Background: an optimization exercise with open tools, aiming at small area. Do not read the settings as production practice. The RTL was checked by simulation tests, not by an equivalence proof against the original design.

==> design/flow/design.v <==
module lane_rank (
    input  wire               clk,
    input  wire               rst,
    input  wire [3:0]         taps,        
    input  wire               in_valid,
    input  wire signed [15:0] in_data,
    input  wire               in_strobe,   
    input  wire               in_ok,       
    input  wire               in_real,     
    output reg                out_valid,
    output reg signed [15:0]  out_data,    
    output reg                out_strobe,
    output reg                out_ok
);
    reg signed [15:0] win [0:8];
    reg               w_valid, w_strobe, w_ok, w_real;
    integer i, j;
    always @(posedge clk) begin
        if (in_valid) begin
            for (i = 8; i > 0; i = i - 1)
                win[i] <= win[i-1];
            win[0] <= in_data;
        end
    end
    always @(posedge clk) begin
        if (rst) begin
            w_valid <= 1'b0;
        end else begin
            w_valid <= in_valid;
        end
        w_strobe <= in_strobe;
        w_ok     <= in_ok;
        w_real   <= in_real;
    end
    reg [3:0]         ahead [0:8];
    reg signed [15:0] median;
    always @(*) begin
        median = 16'sd0;
        for (j = 0; j < 9; j = j + 1) begin
            ahead[j] = 4'd0;
            for (i = 0; i < 9; i = i + 1) begin
                if (i != j && i < taps && j < taps) begin
                    if (win[i] < win[j] || (win[i] == win[j] && i < j))
                        ahead[j] = ahead[j] + 4'd1;
                end
            end
        end
        for (j = 0; j < 9; j = j + 1) begin
            if (j < taps && ahead[j] == (taps >> 1))
                median = win[j];
        end
    end
    always @(posedge clk) begin
        if (rst) begin
            out_valid <= 1'b0;
        end else begin
            out_valid <= w_valid;
        end
        out_data   <= w_real ? median : 16'sd0;
        out_strobe <= w_strobe;
        out_ok     <= w_ok;
    end
endmodule
module lane_cic (
    input  wire               clk,
    input  wire               rst,
    input  wire [2:0]         order,       
    input  wire               m2,          
    input  wire [17:0]        gain,        
    input  wire [5:0]         shift,       
    input  wire               in_valid,
    input  wire signed [15:0] in_data,
    input  wire               in_strobe,
    input  wire               in_ok,
    output reg                out_valid,
    output reg signed [15:0]  out_data,
    output reg                out_sat
);
    integer s;
    reg  [63:0] integ [1:5];
    reg  [63:0] integ_next [1:5];
    always @(*) begin
        integ_next[1] = integ[1] + {{48{in_data[15]}}, in_data};
        for (s = 2; s <= 5; s = s + 1)
            integ_next[s] = integ[s] + integ_next[s-1];
    end
    always @(posedge clk) begin
        if (rst) begin
            for (s = 1; s <= 5; s = s + 1)
                integ[s] <= 64'd0;
        end else if (in_valid) begin
            for (s = 1; s <= 5; s = s + 1)
                integ[s] <= integ_next[s];
        end
    end
    reg         dec_valid, dec_ok;
    reg  [63:0] dec_data;
    always @(posedge clk) begin
        if (rst) begin
            dec_valid <= 1'b0;
        end else begin
            dec_valid <= in_valid && in_strobe;
        end
        dec_ok   <= in_ok;
        case (order)
            3'd1:    dec_data <= integ_next[1];
            3'd2:    dec_data <= integ_next[2];
            3'd3:    dec_data <= integ_next[3];
            3'd4:    dec_data <= integ_next[4];
            default: dec_data <= integ_next[5];
        endcase
    end
    reg         comb_valid [0:5];
    reg         comb_ok    [0:5];
    reg  [63:0] comb_data  [0:5];
    reg  [63:0] comb_d1    [1:5];
    reg  [63:0] comb_d2    [1:5];
    always @(*) begin
        comb_valid[0] = dec_valid;
        comb_ok[0]    = dec_ok;
        comb_data[0]  = dec_data;
    end
    always @(posedge clk) begin
        for (s = 1; s <= 5; s = s + 1) begin
            if (rst) begin
                comb_valid[s] <= 1'b0;
                comb_d1[s]    <= 64'd0;
                comb_d2[s]    <= 64'd0;
            end else begin
                comb_valid[s] <= comb_valid[s-1];
                if (comb_valid[s-1]) begin
                    comb_d1[s] <= comb_data[s-1];
                    comb_d2[s] <= comb_d1[s];
                end
            end
            comb_ok[s] <= comb_ok[s-1];
            if (s <= order)
                comb_data[s] <= comb_data[s-1] - (m2 ? comb_d2[s] : comb_d1[s]);
            else
                comb_data[s] <= comb_data[s-1];
        end
    end
    reg                mul_valid, mul_ok;
    reg signed [81:0]  product;
    always @(posedge clk) begin
        if (rst) begin
            mul_valid <= 1'b0;
        end else begin
            mul_valid <= comb_valid[5];
        end
        mul_ok  <= comb_ok[5];
        product <= $signed(comb_data[5]) * $signed({1'b0, gain});
    end
    wire signed [82:0] rounded = {product[81], product} + ({83'd1} << (shift + 7'd16));
    wire signed [82:0] scaled  = rounded >>> (shift + 7'd17);
    wire               too_big   = scaled > 83'sd32767;
    wire               too_small = scaled < -83'sd32768;
    always @(posedge clk) begin
        if (rst) begin
            out_valid <= 1'b0;
        end else begin
            out_valid <= mul_valid && mul_ok;
        end
        out_sat  <= too_big || too_small;
        out_data <= too_big   ? 16'sh7fff :
                    too_small ? 16'sh8000 : scaled[15:0];
    end
endmodule
module lane_rank_cic (
    input  wire               clk,
    input  wire               rst,
    input  wire [3:0]         cfg_rank_taps,    
    input  wire [2:0]         cfg_cic_order,    
    input  wire               cfg_cic_m,        
    input  wire [16:0]        cfg_cic_ratio,    
    input  wire [17:0]        cfg_cic_gain,     
    input  wire [5:0]         cfg_cic_shift,    
    input  wire               in_valid,
    input  wire signed [15:0] in_data,
    output wire               out_valid,
    output wire signed [15:0] out_data,
    output wire               out_sat
);
    reg  [19:0] index;
    reg  [16:0] phase;
    wire [17:0] span_rm = cfg_cic_m ? {cfg_cic_ratio, 1'b0} : {1'b0, cfg_cic_ratio};
    wire [20:0] span    = span_rm * cfg_cic_order;
    wire [20:0] first   = span + cfg_rank_taps - 21'd2;
    wire        real_in = {1'b0, index} >= cfg_rank_taps - 1;
    wire        ok_in   = {1'b0, index} >= first;
    wire        strobe  = phase == 17'd0;
    always @(posedge clk) begin
        if (rst) begin
            index <= 20'd0;
            phase <= 17'd0;
        end else if (in_valid) begin
            if (!ok_in)
                index <= index + 20'd1;
            if (phase == cfg_cic_ratio - 17'd1)
                phase <= 17'd0;
            else
                phase <= phase + 17'd1;
        end
    end
    wire               rank_valid, rank_strobe, rank_ok;
    wire signed [15:0] rank_data;
    lane_rank u_rank (
        .clk        (clk),
        .rst        (rst),
        .taps       (cfg_rank_taps),
        .in_valid   (in_valid),
        .in_data    (in_data),
        .in_strobe  (strobe),
        .in_ok      (ok_in),
        .in_real    (real_in),
        .out_valid  (rank_valid),
        .out_data   (rank_data),
        .out_strobe (rank_strobe),
        .out_ok     (rank_ok)
    );
    lane_cic u_cic (
        .clk        (clk),
        .rst        (rst),
        .order      (cfg_cic_order),
        .m2         (cfg_cic_m),
        .gain       (cfg_cic_gain),
        .shift      (cfg_cic_shift),
        .in_valid   (rank_valid),
        .in_data    (rank_data),
        .in_strobe  (rank_strobe),
        .in_ok      (rank_ok),
        .out_valid  (out_valid),
        .out_data   (out_data),
        .out_sat    (out_sat)
    );
endmodule
==> design/flow/run.sh <==
#!/bin/bash
# synth_recipe.tcl (not shown) runs the flow's synth.tcl, then flattens the netlist and writes it again
# the make line also repeats each setting of config.mk as NAME=value (left out here)
make -C /OpenROAD-flow-scripts/flow DESIGN_CONFIG=/design/flow/config.mk WORK_HOME=/design/flow/orfs CLKGATE_MAP_FILE= SYNTH_SCRIPT=/design/flow/synth_recipe.tcl finish
==> design/flow/config.mk <==
export PLATFORM = sky130hd
export DESIGN_NAME = lane_rank_cic
export DESIGN_NICKNAME = lane_rank_cic
export VERILOG_FILES = /design/flow/design.v
export SDC_FILE = /design/flow/constraint.sdc
export NUM_CORES = 4
export LEC_CHECK = 0
export CAP_MARGIN = 20
export CORE_MARGIN = 2
export CORE_UTILIZATION = 40
export SLEW_MARGIN = 20
==> design/flow/constraint.sdc <==
create_clock -name core_clock -period 16.0 [get_ports {clk}]
set_input_delay 3.2000 -clock core_clock [delete_from_list [all_inputs] [get_ports {clk}]]
set_output_delay 3.2000 -clock core_clock [all_outputs]
set_load 0.01 [all_outputs]
==> flow_metrics.env <==
export IMPL_dieArea_um2=419000
export IMPL_grt_use_met3=0.0331
export IMPL_required_ps=16850
export IMPL_worst_path_most_repeated_cell="o21ai_0"
export IMPL_ys_flop_type="dfxtp_1"
export IMPL_io_pins=86
export IMPL_synth_most_common_cell="nor2_1"
export IMPL_end_kind="flop"
export IMPL_path_class="reg2reg"
export IMPL_layout_cells_non_filler=24583
export IMPL_dp_hpwl_mm=402
export IMPL_clock_sinks=1662
export IMPL_max_cap_viol_count=0
export IMPL_status="no timing/DRC/antenna violations"
export IMPL_final_layout_size_suffix_gt1_frac=0.0502
export IMPL_die_y_um=647
export IMPL_drtIter0Drc=11499
export IMPL_grt_max_degree=132
export IMPL_period_share=0.842
export IMPL_routed_wl_mm=526
export IMPL_antenna_found_initial=14
export IMPL_max_stage_delay_ps=870
export IMPL_htree_levels=4
export IMPL_fillers=40694
export IMPL_final_nets=21756
export IMPL_drtAntennaViolNets=0
export IMPL_area_growth_pct=8.09
export IMPL_grt_util_met2=0.400
export IMPL_io_buffers=85
export IMPL_ys_types=119
export IMPL_report_final_slew_viol_count=0
export IMPL_cts_buffers=199
export IMPL_cts_tree="yes"
export IMPL_synth_area_um2=165000
export IMPL_clkTransAtPathRegs_ps=60
export IMPL_ys_seq_elements=1662
export IMPL_grt_busiest_layer="met2"
export IMPL_ctsHoldBuffers=0
export IMPL_num_vias=139680
export IMPL_worst_setup_path_start_kind="flop"
export IMPL_hold_viol=0
export IMPL_finalClockSkew_ps=128
export IMPL_rsz0062_at_grt="no"
export IMPL_drt_pass1_iter_count=6
export IMPL_worst_pin_slew_ps=1330
export IMPL_finalSetupViolCount=0
export IMPL_avgSynthCellArea_um2=8.58
export IMPL_coreArea_um2=413000
export IMPL_die_w_um=647
export IMPL_crit_fanout=5
export IMPL_dp_cells=24213
export IMPL_synth_area_leaders="dfxtp_1 18%, fa_1 13%, ha_1 13%"
export IMPL_final_util=0.433
export IMPL_post_route_drc_count=0
export IMPL_ys_top_cells_by_count="1929 x nor2_1, 1752 x nand2_1, 1653 x ha_1"
export IMPL_fp_row_count=236
export IMPL_setup_tns_ps=0
export IMPL_grt_pass1_wl_mm=810
export IMPL_synthesis_instances=19278
export IMPL_crit_slowest_cell="o311ai_0"
export IMPL_grt_ovfl_total=0
export IMPL_synth_edff_count=144
export IMPL_yosysWarningCount=12
export IMPL_clk_path_buf_depth=4
export IMPL_yosysTopAreaCell="dfxtp_1"
export IMPL_async_flop_share=0
export IMPL_max_slew_margin=0.112
export IMPL_fmax_ghz=0.0742
export IMPL_cts_setup_buffers=0
export IMPL_clock_latency_ps=970
export IMPL_yosysTopAreaCellShare=0.184
export IMPL_initial_core_util=0.401
export IMPL_period_minus_slack_ps=13480
export IMPL_gp_congestion=0.983
export IMPL_grt_usage=0.246
export IMPL_vias_per_cell=5.68
export IMPL_cts_root_buf="clkbuf_16"
export IMPL_cts_resized=0
export IMPL_ys_seq_area_frac=0.210
export IMPL_cp_arrival_ps=14320
export IMPL_grt_pass1_vias=136207
export IMPL_avgRoutedWirePerCell_um=21.4
export IMPL_grt_met1_usage=0.329
export IMPL_synth_nets=22094
export IMPL_min_path_type="reg2reg"
kinds of logic after synthesis:
logic type                 Yosys count  share of synthesized area
DFF                               1662                      0.210
and+or+nand+nor                   5831                      0.163
muxes                             1573                      0.100
adders and majority gates         2748                      0.258
xor gates and xnor gates           878                     0.0484
buffers and inverters             2434                     0.0556
AOI/OAI and AO/OA                 4152                      0.165
layer usage:
metal | wire length, µm | vias to the layer above
li1 | - | 66518
met1 | 233000 | 67492
met5 | 16 | -
met4 | 22500 | 2
met2 | 235000 | 4636
met3 | 35900 | 1032
flip-flops by register name, indices dropped and copies added (netlist names), 20 cells and up:
| name | cells |
|---|---|
| u_cic.comb_data | 320 |
| u_cic.integ | 320 |
| u_cic.comb_d1 | 320 |
| u_cic.dec_data | 64 |
| index | 20 |
| u_rank.win | 144 |
| u_cic.product | 82 |
| u_cic.comb_d2 | 320 |
path summary, 6_finish.rpt:
kind / endpoint / from / cells past startpoint / slack (ps)
hold / removal: u_cic.comb_ok[5] / u_cic.comb_ok[4] / 0 / 320
setup reg to reg: u_cic.dec_data[63] / u_cic.integ[1][0] / 58 / 2520
setup / recovery: u_cic.dec_data[63] / u_cic.integ[1][0] / 58 / 2520
hold reg to reg: u_cic.comb_ok[5] / u_cic.comb_ok[4] / 0 / 320
worst max-delay path, delay by kind of cell (launching register included):
kind | cells | cell delay [ps]
buf+inv | 2 | 160
flops | 1 | 330
fa+ha+maj | 6 | 2040
simple gates | 17 | 2320
compound gates | 28 | 7370
xor+xnor | 5 | 1170
placed cells by master, fill, tap and decap left out, types with 42 or more instances in the layout:
| cell | instances |
|---|---|
| and3_1 | 126 |
| xor2_1 | 289 |
| or2_2 | 52 |
| edfxtp_1 | 144 |
| or3_1 | 78 |
| nor2b_1 | 200 |
| dfxtp_1 | 1511 |
| a21oi_1 | 1144 |
| o221ai_1 | 59 |
| nor3_1 | 253 |
| mux4_2 | 51 |
| a211oi_1 | 177 |
| a221oi_1 | 44 |
| clkbuf_16 | 200 |
| inv_1 | 1560 |
| o21ai_0 | 761 |
| nand3_1 | 265 |
| a21o_1 | 549 |
| o211ai_1 | 105 |
| a211o_1 | 42 |
| nand2b_1 | 156 |
| o22ai_1 | 57 |
| a21boi_0 | 49 |
| o21bai_1 | 150 |
| ha_1 | 1651 |
| nor2_1 | 1925 |
| nand2_1 | 1747 |
| nand4_1 | 234 |
| mux2_2 | 119 |
| a31oi_1 | 136 |
| clkdlybuf4s50_1 | 60 |
| xnor2_1 | 561 |
| o21a_1 | 224 |
| and2_1 | 529 |
| mux2i_1 | 1403 |
| buf_4 | 244 |
| o31ai_1 | 88 |
| nor4_1 | 65 |
| fa_1 | 1095 |
per-stage QoR:
step | hold slack, ps | area [µm²] | setup WS (ps)
2_1_floorplan | 310 | 165000 | 4720
3_3_place_gp | 311 | 172000 | 2620
3_5_place_dp | 312 | 172000 | 2830
4_1_cts | 308 | 179000 | 2770
5_1_grt | 316 | 179000 | 1040
6_report | 316 | 179000 | 2520
cell type report:
| type | instances | area (µm²) | share of cell area |
|---|---|---|---|
| clock buffer | 254 | 5470 | 0.0306 |
| multi-input combinational | 15182 | 122000 | 0.681 |
| tap | 5474 | 6850 | 0.0383 |
| inverter | 1569 | 5890 | 0.0329 |
| sequential | 1662 | 34700 | 0.194 |
| timing repair buffer | 326 | 2640 | 0.0148 |
| antenna | 10 | 25.0 | 0.000140 |
| clock inverter | 106 | 1470 | 0.00822 |

[static timing again, ports no longer ideal]
In the flow no input, the clock included, has a driving cell. The finished layout below was timed again as built, in two steps.
Step 1, drivers: a clkbuf_16 drives clk and a buf_2 each remaining input, both assumed.
Step 2 moves the port delays by t, midway between the first and last clock arrival at a register: inputs arrive t later, outputs are due t later. That takes back most of the time a late clock gives input paths.
a / b / c = no drivers / after step 1 / after step 2; a / b = the first two.
shift t [ns]: 1.022
slack for setup (ns): 2.524 / 2.524 / 2.524
cell pins on the clock port's net: 1
After both steps setup and hold are still met in this run. For this run, drivers alone change the setup slack by 0.000 ns; drivers and shift together by 0.000 ns.
